Background: an optimization exercise with open tools, aiming at small area, a short achievable clock period and few clock cycles per item. Do not read the settings as production practice. In this exercise RTL edits were held to simulation tests only and were not proved equivalent to the original. Power and IR drop assume default switching activity.

--- config.mk ---
export PLATFORM = sky130hd
export DESIGN_NAME = filet_dec
export DESIGN_NICKNAME = filet_dec
export VERILOG_FILES = /design/flow/design.v
export SDC_FILE = /design/flow/constraint.sdc
export NUM_CORES = 4
export LEC_CHECK = 0
export ABC_AREA = 1
export CAP_MARGIN = 20
export CORE_MARGIN = 2
export CORE_UTILIZATION = 40
export SETUP_SLACK_MARGIN = 5
export SLEW_MARGIN = 20
--- constraint.sdc ---
create_clock -name core_clock -period 24.0 [get_ports {clk}]
set_input_delay 4.8000 -clock core_clock [delete_from_list [all_inputs] [get_ports {clk}]]
set_output_delay 4.8000 -clock core_clock [all_outputs]
set_load 0.01 [all_outputs]
--- design.v ---
module filet_dec (
    input  wire        clk,
    input  wire        rst,           
    input  wire        in_valid,
    output wire        in_ready,
    input  wire [31:0] in_data,
    input  wire        in_last,       
    input  wire [1:0]  cfg_depth,     
    input  wire [12:0] cfg_len0,      
    input  wire [12:0] cfg_len1,      
    input  wire [12:0] cfg_len2,      
    output reg         out_valid,
    input  wire        out_ready,
    output reg  [19:0] out_data,
    output reg         out_eos,       
    output reg         out_eol,       
    output reg         out_err        
);
    localparam S_IDLE  = 3'd0;        
    localparam S_HDR   = 3'd1;        
    localparam S_SMP   = 3'd2;        
    localparam S_END   = 3'd3;        
    localparam S_FLUSH = 3'd4;        
    localparam S_DRAIN = 3'd5;        
    function [2:0] ff8(input [7:0] x);
        casez (x)
        8'b???????1: ff8 = 3'd0;
        8'b??????10: ff8 = 3'd1;
        8'b?????100: ff8 = 3'd2;
        8'b????1000: ff8 = 3'd3;
        8'b???10000: ff8 = 3'd4;
        8'b??100000: ff8 = 3'd5;
        8'b?1000000: ff8 = 3'd6;
        default:     ff8 = 3'd7;
        endcase
    endfunction
    wire        ofree = !out_valid || out_ready;  
    wire        hold;                             
    wire        en = ofree && !hold;              
    reg  [2:0]  st;
    reg  [31:0] w0, w1, w2;           
    reg  [2:0]  rh;                   
    reg  [20:0] wp;                   
    reg  [1:0]  nw;                   
    reg  [4:0]  p;                    
    reg         got_last;             
    reg         in_rdy;
    reg  [1:0]  dep;
    reg  [12:0] len1, len2;           
    reg  [12:0] srem;                 
    reg  [4:0]  blk;                  
    reg         first;                
    reg  [4:0]  k;
    reg  [5:0]  e;
    reg         verb;
    reg         r2h;                  
    reg         ovr;                  
    assign in_ready = in_rdy;
    wire        fire = in_valid && in_rdy;
    wire        d10 = (dep == 2'd0);
    wire        d12 = (dep == 2'd1);
    wire [4:0]  bval = d10 ? 5'd10 : d12 ? 5'd12 : 5'd20;
    wire [31:0] wa = {32{rh[0]}} & w0 | {32{rh[1]}} & w1 | {32{rh[2]}} & w2;
    wire [31:0] wb = {32{rh[0]}} & w1 | {32{rh[1]}} & w2 | {32{rh[2]}} & w0;
    wire [31:0] wc = {32{rh[0]}} & w2 | {32{rh[1]}} & w0 | {32{rh[2]}} & w1;
    wire [95:0] bufw = {wa, wb, wc};
    reg  [63:0] ge;                   
    reg  [63:0] zc;                   
    reg  [63:0] ec;                   
    integer i;
    always @* begin
        for (i = 0; i < 64; i = i + 1)
            ge[i] = (i >= p);
        for (i = 0; i < 64; i = i + 1) begin
            zc[i] = (i < 55) && ge[i] && !bufw[95 - i];
            if (i < 24) ec[i] = zc[i];
            else        ec[i] = zc[i] && !ge[i - 24];
        end
    end
    wire        esc = (ec == 64'd0);
    wire [7:0]  gany;
    wire [23:0] gidx;
    genvar g;
    generate
        for (g = 0; g < 8; g = g + 1) begin : grp
            assign gany[g] = |zc[8*g +: 8];
            assign gidx[3*g +: 3] = ff8(zc[8*g +: 8]);
        end
    endgenerate
    wire [2:0]  gsel = ff8(gany);
    wire [5:0]  z = {gsel, gidx[3*gsel +: 3]};
    wire [52:0] xw   = {wp, wa} << p;
    wire [20:0] ext  = xw[52:32];
    wire [4:0]  hk   = ext[4:0];
    wire [4:0]  kk   = r2h ? hk : k;
    wire        vv   = r2h ? (hk == 5'd31) : verb;
    wire        hdr_bad = r2h && (hk != 5'd31) && (hk > bval);
    reg  [6:0]  pn;                   
    always @* begin
        if (st == S_HDR)  pn = {2'b0, p} + 7'd11;
        else if (vv)      pn = {2'b0, p} + {2'b0, bval};
        else if (esc)     pn = {2'b0, p} + {2'b0, bval} + 7'd25;
        else              pn = {1'b0, z} + {2'b0, kk} + 7'd1;
    end
    wire [5:0]  pb    = {1'b0, p} + {1'b0, bval};
    wire        fits  = got_last || nw[1] && (nw[0] || st == S_HDR || vv || pb <= 6'd39) ||
                        nw[0] && (st == S_HDR ? p <= 5'd21 : vv && pb <= 6'd32);
    wire        step0 = (st == S_HDR || st == S_SMP) && !ovr && !hdr_bad && fits;
    wire        step  = step0 && en;
    wire        past  = ({nw, 5'd0} < pn);
    wire        seq_end  = (srem == 13'd1);
    wire        line_end = seq_end && (len1 == 13'd0);
    reg  [31:0] padb;                 
    always @*
        for (i = 0; i < 32; i = i + 1)
            padb[i] = ge[i] && bufw[95 - i];
    wire        pad_ok  = (nw == 2'd0) ||
                          (nw == 2'd1 && p != 5'd0 && padb == 32'd0);
    wire [1:0]  pd   = pn[6:5];
    wire [1:0]  drop = step ? pd : 2'd0;
    wire        keep = (st == S_IDLE || st == S_HDR || st == S_SMP || st == S_END);
    wire        wr   = fire && keep;
    reg  [2:0]  st_x [0:1];
    reg         gl_x [0:1];
    reg  [1:0]  nw_x [0:1];
    reg         rd_x [0:1];
    integer     x;
    always @* begin
        for (x = 0; x < 2; x = x + 1) begin
            st_x[x] = st;
            gl_x[x] = got_last || (fire && in_last);
            nw_x[x] = nw - ((x == 1 && step0) ? pd : 2'd0) + {1'b0, wr};
            case (st)
            S_IDLE:  if (fire) st_x[x] = S_HDR;
            S_HDR:   if (ovr) st_x[x] = S_FLUSH;
                     else if (x == 1 && step0) st_x[x] = S_SMP;
            S_SMP:   if (ovr || hdr_bad) st_x[x] = S_FLUSH;
                     else if (x == 1 && step0) st_x[x] = line_end ? S_END :
                                           (seq_end || blk == 5'd31) ? S_HDR : S_SMP;
            S_END:   if (x == 1) st_x[x] = got_last ? S_IDLE : S_DRAIN;
            S_FLUSH: if (x == 1 && line_end) st_x[x] = S_DRAIN;
            default: if (got_last) st_x[x] = S_IDLE;
            endcase
            if (st_x[x] == S_IDLE && st != S_IDLE) begin
                gl_x[x] = 1'b0;
                nw_x[x] = 2'd0;
            end
            rd_x[x] = (st_x[x] == S_IDLE) ||
                      (!gl_x[x] && (st_x[x] == S_FLUSH || st_x[x] == S_DRAIN || nw_x[x] != 2'd3));
        end
    end
    wire [2:0]  st_n = en ? st_x[1] : st_x[0];
    wire        gl_n = en ? gl_x[1] : gl_x[0];
    wire [1:0]  nw_n = en ? nw_x[1] : nw_x[0];
    always @(posedge clk) begin
        if (rst) begin
            st       <= S_IDLE;
            ovr      <= 1'b0;
            nw       <= 2'd0;
            got_last <= 1'b0;
            in_rdy   <= 1'b1;
        end else begin
            st       <= st_n;
            if (en) ovr <= step && got_last && past;
            nw       <= nw_n;
            got_last <= gl_n;
            in_rdy   <= en ? rd_x[1] : rd_x[0];
        end
    end
    wire [2:0]  wh = (nw == 2'd0) ? rh : (nw == 2'd1) ? {rh[1:0], rh[2]} : {rh[0], rh[2:1]};
    always @(posedge clk) begin
        if (rst)
            rh <= 3'd1;
        else if (en && step0)
            rh <= (pd == 2'd0) ? rh : (pd == 2'd1) ? {rh[1:0], rh[2]} : {rh[0], rh[2:1]};
    end
    always @(posedge clk) begin
        if (en && step0)
            case (pd)
            2'd0: ;
            2'd1: wp <= wa[20:0];
            default: wp <= wb[20:0];
            endcase
        if (wr) begin
            if (wh[0]) w0 <= in_data;
            if (wh[1]) w1 <= in_data;
            if (wh[2]) w2 <= in_data;
        end
    end
    always @(posedge clk) begin
        if (st == S_IDLE) begin
            p     <= 5'd0;
            dep   <= cfg_depth;
            len1  <= cfg_len1;
            len2  <= cfg_len2;
            srem  <= cfg_len0;
            blk   <= 5'd0;
            first <= 1'b1;
        end else begin
            if (step) p <= pn[4:0];
            if ((step && st == S_SMP) || (en && st == S_FLUSH)) begin
                first <= seq_end;
                blk   <= seq_end ? 5'd0 : blk + 5'd1;
                srem  <= seq_end ? len1 : srem - 13'd1;
                if (seq_end) begin
                    len1 <= len2;
                    len2 <= 13'd0;
                end
            end
        end
    end
    reg         r2v, r2eos, r2eol, r2err, r2ss, r2verb, r2esc;
    reg  [1:0]  r2dep;
    reg  [4:0]  r2m;
    wire [5:0]  zm = z - {1'b0, p};
    always @(posedge clk) begin
        if (rst) begin
            r2v <= 1'b0;
            r2h <= 1'b0;
        end else if (en) begin
            r2v    <= (step && st == S_SMP) || st == S_FLUSH;
            r2eos  <= seq_end;
            r2eol  <= line_end;
            r2err  <= (st == S_FLUSH);
            r2ss   <= first;
            r2verb <= vv || st == S_FLUSH;
            r2h    <= step && st == S_HDR;
            r2esc  <= esc;
            r2dep  <= dep;
            r2m    <= zm[4:0];
        end
    end
    wire        x10  = (r2dep == 2'd0);
    wire        x12  = (r2dep == 2'd1);
    wire [20:0] mk   = ~(21'h1FFFFF << k);
    wire [20:0] uesc = x10 ? {10'd0, ext[10:0]} : x12 ? {8'd0, ext[12:0]} : ext;
    wire [19:0] yverb = x10 ? {10'd0, ext[9:0]} : x12 ? {8'd0, ext[11:0]} : ext[19:0];
    wire [24:0] urice = ({20'd0, r2m} << k) | {4'd0, ext & mk};
    wire [24:0] u     = r2esc ? {4'd0, uesc} : urice;
    wire        endok = got_last && pad_ok;
    wire        big   = (u[24:21] != 4'd0) || (e[5:3] != 3'd0 && u[20:18] != 3'd0);
    always @(posedge clk)
        if (en && r2h) begin
            e    <= ext[10:5];
            k    <= hk;
            verb <= (hk == 5'd31);
        end
    reg         r3v, r3eos, r3eol, r3err, r3ss, r3verb, r3big, r3two;
    reg  [1:0]  r3dep;
    reg  [20:0] r3q;
    always @(posedge clk) begin
        if (rst) begin
            r3v <= 1'b0;
        end else if (en) begin
            r3v    <= r2v;
            r3eos  <= r2eos;
            r3eol  <= r2eol;
            r3err  <= r2err || (st == S_END && (ovr || !endok));
            r3ss   <= r2ss;
            r3verb <= r2verb;
            r3dep  <= r2dep;
            r3q    <= r2verb ? {1'b0, yverb} : ({1'b0, u[20:1]} ^ {21{u[0]}});
            r3two  <= r2v && !r2verb && !big && (e[5:3] != 3'd0);
            r3big  <= !r2verb && big;
        end
    end
    wire        y10 = (r3dep == 2'd0);
    wire        y12 = (r3dep == 2'd1);
    wire [19:0] init = y10 ? 20'h00200 : y12 ? 20'h00800 : 20'h80000;
    wire [19:0] top  = y10 ? 20'h003FF : y12 ? 20'h00FFF : 20'hFFFFF;
    reg         ph;                   
    assign      hold = r3two && !ph;
    wire [3:0]  dgt  = hold ? {e[5:3], 1'b0} : {e[2:0], 1'b1};
    wire [19:0] base = (r3ss && !ph) ? init : out_data;
    wire signed [20:0] qq = hold ? {r3q[17:0], 3'd0} : r3q;
    wire signed [25:0] t  = $signed({6'd0, base}) + qq * $signed({1'b0, dgt});
    wire        neg  = t[25];
    wire        over = y10 ? (t[24:10] != 15'd0) :
                       y12 ? (t[24:12] != 13'd0) : (t[24:20] != 5'd0);
    wire [19:0] y    = r3verb ? r3q[19:0] :
                       r3big  ? (r3q[20] ? 20'd0 : top) :
                       neg    ? 20'd0 :
                       over   ? top : t[19:0];
    always @(posedge clk) begin
        if (rst) begin
            out_valid <= 1'b0;
            ph        <= 1'b0;
        end else if (ofree) begin
            out_valid <= r3v && !hold;
            ph        <= hold;
        end
    end
    always @(posedge clk) begin
        if (ofree && r3v) begin
            out_data <= y;
            out_eos  <= r3eos;
            out_eol  <= r3eol;
            out_err  <= r3err;
        end
    end
endmodule
--- run.sh ---
#!/bin/bash
# synth_recipe.tcl (not shown) runs the flow's synth.tcl, then flattens the netlist and writes it again
# the make line also repeats each setting of config.mk as NAME=value (left out here)
make -C /OpenROAD-flow-scripts/flow DESIGN_CONFIG=/design/flow/config.mk WORK_HOME=/design/flow/orfs CLKGATE_MAP_FILE= SYNTH_SCRIPT=/design/flow/synth_recipe.tcl finish
==> results.yml, run 1 <==
logic_synthesis:
  synth_cell_types: 71
  yosysSeqAreaShare_pct: 35.9
  syn-cell-area_mm2: 0.0213
  ys_async_sr_fraction_pct: 0
  yosys_warnings: 5
  synth_ff_type: "edfxtp_1"
  ys_seq_elements: 263
  avgSynthCellArea_um2: 7.59
  synth_nets: 3028
  syn_inst: 2800
  synth_edf_count: 236
flow_run:
  drv_cap: 0
global_route:
  grt_max_degree: 65
  grt_pass1_vias: 19125
  grt_pass1_wl_um: 108000
  grt_use_total_pct: 25.5
  grt_overflow: 0
  antenna_found_initial: 0
cts:
  hold_buffers: 0
  clockBufferDepth: 3
  clkTransAtPathRegs_ns: 0.06
  clockRootBuffer: "clkbuf_16"
  cts_tree: "done"
  cts.sinks: 263
  post_cts_buffers: 0
  cts_made_buffers: 29
  ctsResizeCount: 0
  clk_latency_ns: 0.59
  htree_num_levels: 1
drt:
  vias_per_cell: 5.59
  drt-initial-drc-count: 2012
  wl_met2_um: 32600
  wl_met3_um: 4290
  ant_nets: 0
  first_pass_iters: 6
  drt-met1-wl_um: 30800
  drc: 0
  routed_wl_um: 70400
  highest_layer: "met4"
  avgRoutedWirePerCell_um: 19.8
  vias: 19903
setup_path:
  path_class: "reg2reg"
  cp_common_cell: "nand2_1"
  arrival_ns: 9.00
  worstPathMaxFanout: 16
  start_kind: "flip-flop"
  reg2reg_setup_slack_ns: 15.48
  setup.worst_path.end_class: "flip-flop"
  worstReg2RegStart: "p[3]"
  slowest_delay_ns: 0.82
  reg2regPathDepth: 41
  crit_slowest_cell: "dfxtp_1"
  rr_endpoint: "in_rdy"
  worstPathRequired_ns: 24.48
layout:
  area.growth.synth_to_final_pct: 11.9
  post_route_cells_drive_above_1_share_pct: 5.57
  mostFrequentLayoutCells: "716 x nand2_1, 328 x inv_1, 272 x nor2_1"
  n_antenna_cell: 0
  final_common_cell: "nand2_1"
  fillers: 5293
  fin_area_mm2: 0.0238
  layout.nets: 3077
sta:
  finalCriticalPeriod_ns: 8.52
  tns_ns: 0
  finalMaxSlewViolations: 0
  fmax_mhz: 117
  slew_headroom_pct: 26.8
  hold_viol: 0
  fin_crit_sh_pct: 35.5
  setup_ws_ns: 15.48
  worstMarginPinSlew_ns: 1.08
  rsz0062_at_grt: "no"
  clock_skew_ns: 0.0141
  setup_viol: 0
worst_hold_path:
  hold_path_depth: 0
  hold_class: "reg2reg"
  hold_start: "r3eos"
  whs_endpoint: "out_eos"
power:
  p_clk_share_pct: 28.3
  p_leak_nw: 10.2
  power_switching_w: 0.000560
  combPwrFrac_pct: 34.2
  max-vdd-ir-drop_v: 0.0000705
  p_per_area_mw_per_mm2: 65.0
  total_power_w: 0.00154
  p_seq_share_pct: 37.5
  internal-power_w: 0.000985
  swShare_pct: 36.2
floorplan:
  rows: 84
  die_area_mm2: 0.0550
  die_width_um: 234
  core_mm2: 0.0526
  die_h_um: 234
  initial_core_util_pct: 40.4
  io_pins: 103
placed_design:
  place_ws_ns: 15.59
  dpl_cell_area_mm2: 0.0228
  io_buffer_count: 102
  gp_congestion: 1.02
  dp_hpwl_um: 55300
status:
  status: "timing/DRC/antenna clean"
layout make-up:
cell class | count | area (µm²) | share of cell area [%]
multi-input combinational | 2084 | 11800 | 49.8
sequential | 263 | 7630 | 32.1
inverter | 342 | 1280 | 5.40
timing repair buffer | 129 | 1230 | 5.18
tap | 688 | 861 | 3.62
clock buffer | 38 | 779 | 3.28
clock inverter | 15 | 145 | 0.610
state kept, by name (all words and copies together), names as in the netlist, 2 cells and up:
signal / flops
r3dep: 2
p: 5
nw: 2
w1: 32
w0: 32
len2: 13
w2: 32
out_data: 20
rh: 3
wp: 21
dep: 2
st: 3
k: 5
r2m: 5
r2dep: 2
e: 6
blk: 5
len1: 13
r3q: 21
srem: 13
critical path, delay by kind of cell, from the launching register on:
| kind | cells | cell delay [ns] |
|---|---|---|
| AOI/OAI and AO/OA | 6 | 1.65 |
| buffers and inverters | 5 | 0.94 |
| DFF | 1 | 0.82 |
| xor gates and xnor gates | 4 | 0.79 |
| and+or+nand+nor | 23 | 3.42 |
| adders and majority gates | 3 | 0.78 |
logic make-up after synthesis:
family,Yosys count,share of synthesized area [%]
compound gates,491,13.9
xor+xnor,52,2.14
fa+ha+maj,150,11.1
buf+inv,453,8.69
flops,263,35.9
mux,10,0.483
simple gates,1381,27.8
how the worst max path moves through the flow:
stage	start	endpoint	slack (ns)	depth (start not counted)
after global placement	p[3]	in_rdy	15.56	41
after floorplan	in_valid	w1[0]	15.95	4
final	p[3]	in_rdy	15.48	41
after global routing	p[3]	in_rdy	14.91	43
after CTS	p[3]	in_rdy	15.51	41
after detailed placement	p[3]	in_rdy	15.59	41
cells in the mapped netlist, types with 36 or more instances:
| master | number | share of area [%] |
|---|---|---|
| a21oi_1 | 96 | 2.3 |
| edfxtp_1 | 236 | 33 |
| nand4_1 | 59 | 1.7 |
| o21ai_0 | 214 | 5.0 |
| nand2_1 | 716 | 13 |
| clkbuf_1 | 57 | 1.0 |
| inv_1 | 328 | 5.8 |
| nand3_1 | 236 | 5.6 |
| nor2_1 | 276 | 4.9 |
| xor2_1 | 36 | 1.5 |
| ha_1 | 85 | 5.0 |
| fa_1 | 65 | 6.1 |
metrics by stage:
stage	utilization (%)	hold WS, ns	cells
floorplan	-	0.400	2800
global placement	43.5	0.402	3505
detailed placement	43.5	0.405	3505
CTS	45.2	0.419	3558
global route	45.3	0.423	3559
finish	45.3	0.417	3559
layer usage:
layer | vias to the layer above | global-route usage (%)
met3 | 139 | 2.85
met4 | 0 | 9.14
met1 | 9476 | 34.7
li1 | 9564 | -
met2 | 724 | 42.0
met5 | - | 0
power by group through the flow:
stage          Clock, W  Combinational (W)  Sequential [W]
2_1_floorplan         0           0.000372        0.000581
3_3_place_gp          0           0.000515        0.000587
3_5_place_dp          0           0.000520        0.000589
4_1_cts        0.000450           0.000524        0.000579
5_1_grt        0.000469           0.000588        0.000584
6_report       0.000437           0.000528        0.000580
Testbench counts, summed over its fixed seeds: cycles 113,654, samples 109,175.
==> inputs of run 2 (changes only) <==
--- a/design.v
+++ b/design.v
@@ -39,6 +39,7 @@
     wire        en = ofree && !hold;              
     reg  [2:0]  st;
-    reg  [31:0] w0, w1, w2;           
-    reg  [2:0]  rh;                   
+    reg  [31:0] wa;                   
+    reg  [31:0] r0, r1;               
+    reg         hh;                   
     reg  [20:0] wp;                   
     reg  [1:0]  nw;                   
@@ -61,7 +62,6 @@
     wire        d12 = (dep == 2'd1);
     wire [4:0]  bval = d10 ? 5'd10 : d12 ? 5'd12 : 5'd20;
-    wire [31:0] wa = {32{rh[0]}} & w0 | {32{rh[1]}} & w1 | {32{rh[2]}} & w2;
-    wire [31:0] wb = {32{rh[0]}} & w1 | {32{rh[1]}} & w2 | {32{rh[2]}} & w0;
-    wire [31:0] wc = {32{rh[0]}} & w2 | {32{rh[1]}} & w0 | {32{rh[2]}} & w1;
+    wire [31:0] wb = hh ? r1 : r0;
+    wire [31:0] wc = hh ? r0 : r1;
     wire [95:0] bufw = {wa, wb, wc};
     reg  [63:0] ge;                   
@@ -168,10 +168,12 @@
         end
     end
-    wire [2:0]  wh = (nw == 2'd0) ? rh : (nw == 2'd1) ? {rh[1:0], rh[2]} : {rh[0], rh[2:1]};
+    wire [31:0] wa1 = nw[1] ? wb : in_data;           
+    wire [31:0] wa2 = (nw == 2'd3) ? wc : in_data;    
+    wire        tl  = hh ^ nw[1];                     
     always @(posedge clk) begin
         if (rst)
-            rh <= 3'd1;
-        else if (en && step0)
-            rh <= (pd == 2'd0) ? rh : (pd == 2'd1) ? {rh[1:0], rh[2]} : {rh[0], rh[2:1]};
+            hh <= 1'b0;
+        else if (en && step0 && pd == 2'd1)
+            hh <= !hh;
     end
     always @(posedge clk) begin
@@ -179,11 +181,12 @@
             case (pd)
             2'd0: ;
-            2'd1: wp <= wa[20:0];
-            default: wp <= wb[20:0];
+            2'd1: begin wp <= wa[20:0]; wa <= wa1; end
+            default: begin wp <= wb[20:0]; wa <= wa2; end
             endcase
-        if (wr) begin
-            if (wh[0]) w0 <= in_data;
-            if (wh[1]) w1 <= in_data;
-            if (wh[2]) w2 <= in_data;
+        if (wr && nw == 2'd0)
+            wa <= in_data;
+        if (wr && nw != 2'd0) begin
+            if (!tl) r0 <= in_data;
+            if (tl)  r1 <= in_data;
         end
     end
==> flow/run.sh (new file) <==
#!/bin/bash
# The standard layout, with two changes to how it is made (the SDC,
# clock period and constraints are unchanged):
#  - the timing repair steps are asked to leave a larger setup margin than
#    the flow settings allow, so they work on the critical paths, and only
#    on the worst endpoint's (TNS_END_PERCENT 0);
#  - every input and output port still gets a buffer, but a plain buf_2
#    rather than the delay buffer the port buffering step picks by itself.
set -euo pipefail
bash standard.sh SETUP_SLACK_MARGIN=18 TNS_END_PERCENT=0 \
    "BUFFER_PORTS_ARGS=-buffer_cell sky130_fd_sc_hd__buf_2" finish > standard_make.log 2>&1
==> standard.sh (new file) <==
#!/bin/bash
# synth_recipe.tcl (not shown) runs the flow's synth.tcl, then flattens the netlist and writes it again
# the make line also repeats each setting of config.mk as NAME=value (left out here)
make -C /OpenROAD-flow-scripts/flow DESIGN_CONFIG=/design/flow/config.mk WORK_HOME=/design/flow/orfs CLKGATE_MAP_FILE= SYNTH_SCRIPT=/design/flow/synth_recipe.tcl "${@:-finish}"
--- a/config.mk
+++ b/config.mk
@@ -10,4 +10,3 @@
 export CORE_MARGIN = 2
 export CORE_UTILIZATION = 40
-export SETUP_SLACK_MARGIN = 5
 export SLEW_MARGIN = 20
removed: run.sh
==> run 2 against run 1 <==
Clock-buffer cell count up 7. Fmax up 40%. Core utilization up 1.4 points. Register-to-register slack better by 2.6 ns. Global-route usage up 0.78 points. Synthesized area up 2.4%. Critical path type is now in2reg. Critical endpoint is now wp[10]. Largest power group is now combinational cells.
==> results.yml, run 2 <==
setup_path:
  worstPathMaxFanout: 7
  crit_chain: "buf_2, nor2_1, inv_1, nand2_1, nor2_2, clkinvlp_4, buf_4, nor2_4, buf_12"
  reg2regPathDepth: 27
  setup.worst_path.end_class: "flip-flop"
  arrival_ns: 6.36
  start_kind: "input pin"
  slowest_delay_ns: 0.30
  path_class: "in2reg"
  crit_slowest_cell: "nor2_2"
  worstPathRequired_ns: 24.26
power:
  p_leak_nw: 10.7
  max-vdd-ir-drop_v: 0.0000516
  p_per_area_mw_per_mm2: 69.0
logic_synthesis:
  synth.most_common_cell: "nand2_1"
  netlist_top_cells_area: "edfxtp_1 33%, nand2_1 11%, inv_1 6.2%"
  synth_ff_type: "edfxtp_1"
  yosys_warnings: 5
  yosysSeqAreaShare_pct: 34.9
  ys_seq_elements: 261
  synth_edf_count: 236
  syn-cell-area_mm2: 0.0218
  synth_nets: 3052
  yosysTopAreaCell: "edfxtp_1"
  ys_async_sr_fraction_pct: 0
  synth_top_area_share_pct: 32.6
  syn_inst: 2824
  synth_common_cells: "630 x nand2_1, 362 x inv_1, 262 x nor2_1"
  avgSynthCellArea_um2: 7.70
  synth_cell_types: 74
global_route:
  grt_busiest_layer: "met2"
  grt_util_met1_pct: 36.4
  grt_overflow: 0
  grt_pass1_vias: 20102
  antenna_found_initial: 1
  grt_max_degree: 101
  use_met2_pct: 40.8
  grt_use_total_pct: 26.3
  gr-usage-met3_pct: 4.15
  grt_pass1_wl_um: 116000
drt:
  ant_nets: 0
  avgRoutedWirePerCell_um: 20.7
  vias: 20994
  drc: 0
  vias_per_cell: 5.77
  first_pass_iters: 6
  routed_wl_um: 75300
  drt-initial-drc-count: 2212
sta:
  finalMaxSlewViolations: 0
  worstMarginPinSlew_ns: 0.985
  rsz0062_at_grt: "yes"
  hold_viol: 0
  tns_ns: 0
  clock_skew_ns: 0.0291
  slew_headroom_pct: 33.6
  fmax_mhz: 164
  fin_crit_sh_pct: 25.4
  setup_viol: 0
  finalCriticalPeriod_ns: 6.10
floorplan:
  initial_core_util_pct: 40.4
  rows: 85
  die_h_um: 237
  die_area_mm2: 0.0563
  die_width_um: 237
  io_pins: 103
  core_mm2: 0.0538
cts:
  clockBufferDepth: 3
  clkTransAtPathRegs_ns: 0.05
  clk_latency_ns: 0.56
  hold_buffers: 0
  cts_made_buffers: 35
  htree_num_levels: 2
  cts_tree: "done"
  clockRootBuffer: "clkbuf_16"
  cts.sinks: 261
layout:
  fillers: 5308
  mostFrequentLayoutCells: "615 x nand2_1, 353 x inv_1, 246 x nor2_1, 246 x o21ai_0, 236 x edfxtp_1"
  multi_input_area_mm2: 0.0126
  layout.nets: 3147
  seq_area_mm2: 0.00761
  final_common_cell: "nand2_1"
  post_route_cells_drive_above_1_share_pct: 14.7
  reg_top3: "r0 x32, r1 x32, wa x32"
  fin_util_pct: 46.6
  area.growth.synth_to_final_pct: 15.4
status:
  status: "timing/DRC/antenna clean"
placed_design:
  gp_congestion: 1.02
  io_buffer_count: 102
  dp_hpwl_um: 54700
worst_hold_path:
  hold_class: "reg2reg"
  hold_path_depth: 0
flow_run:
  drv_cap: 0
==> run 2: metrics by stage <==
stage	hold WS, ns	instances	power (W)	instance area [µm²]	worst slack [ns]
final	0.419	3641	0.00173	25100	17.90
after detailed placement	0.413	3523	0.00115	22800	15.47
after global routing	0.442	3640	0.00183	25100	17.75
after global placement	0.403	3522	0.00114	22700	15.63
after CTS	0.421	3616	0.00170	24500	17.90
after floorplan	0.400	2824	0.000985	21800	17.55
==> run 2: repair_timing <==
action	4_1_cts	5_1_grt
pin swaps	24	28
setup endpoints to repair	186	216
resized for setup	86	72
buffers inserted	26	16
cloned	5	8
==> run 2: report_power, final <==
group / internal [W] / leakage (nW) / total, W / switching (W)
logic: 0.000210 / 7.72 / 0.000615 / 0.000405
registers: 0.000554 / 2.43 / 0.000599 / 0.0000447
clock network: 0.000307 / 0.538 / 0.000519 / 0.000212
==> run 2: routing by layer <==
metal	vias up	part of all wire [%]
met2	1009	44
li1	9815	-
met4	0	4.6
met5	-	0
met1	9956	43
met3	214	8.2
==> run 2: cell type report <==
type / instances / area share (%)
flip-flops and latches: 261 / 30.3
diodes: 1 / 0.00997
clock buffers: 45 / 3.72
well taps: 696 / 3.47
inverters: 375 / 5.90
repair buffers: 179 / 5.79
clock inverters: 17 / 0.668
repair inverters: 1 / 0.0199
multi-input cells: 2066 / 50.1
==> run 2: final timing paths <==
| path | startpoint | to | slack [ns] |
|---|---|---|---|
| max | out_ready | wp[10] | 17.90 |
| min | r3eol | out_eol | 0.42 |
| max reg2reg | r3two | out_data[2] | 18.08 |
| min reg2reg | r3eol | out_eol | 0.42 |
==> run 2: cells by family after synthesis <==
family,Yosys count,synth area share [%]
flip-flops,261,34.9
AO/OA/AOI/OAI,643,18.4
multiplexers,9,0.414
adder cells (fa/ha/maj),150,10.9
XOR/XNOR,52,2.09
AND/OR/NAND/NOR,1208,23.6
buffers and inverters,501,9.74
==> run 2: critical path, delay by kind of cell <==
family | cells | cell delay (ns)
and+or+nand+nor | 4 | 0.78
buffers and inverters | 5 | 0.78
Testbench counts of run 2, summed over its fixed seeds: cycles 113,654, samples 109,175.

what the ideal ports hide:
In the flow no input, the clock included, has a driving cell. The finished layouts below were timed again as built, in two steps.
Step 1, drivers: a clkbuf_16 drives clk and a buf_2 each remaining input, both assumed.
Step 2 times the ports against the registers' clock, not the clock port: input delays grow and output delays shrink by t, the midpoint of the rising clock arrivals with the driver on.
Slacks: ideal ports / drivers / drivers and shift; pairs: ideal ports / drivers.
run | t (ns) | setup slack, ns | worst setup path after step 2
run 1 | 0.641 | 15.482 / 15.482 / 15.482 | register to register
run 2 | 0.607 | 17.897 / 17.930 / 17.324 | input to register
After both steps every run listed still meets setup and hold. The setup slack of run 2, which loses most, moves by +0.033 ns with the drivers and by -0.573 ns with both steps.
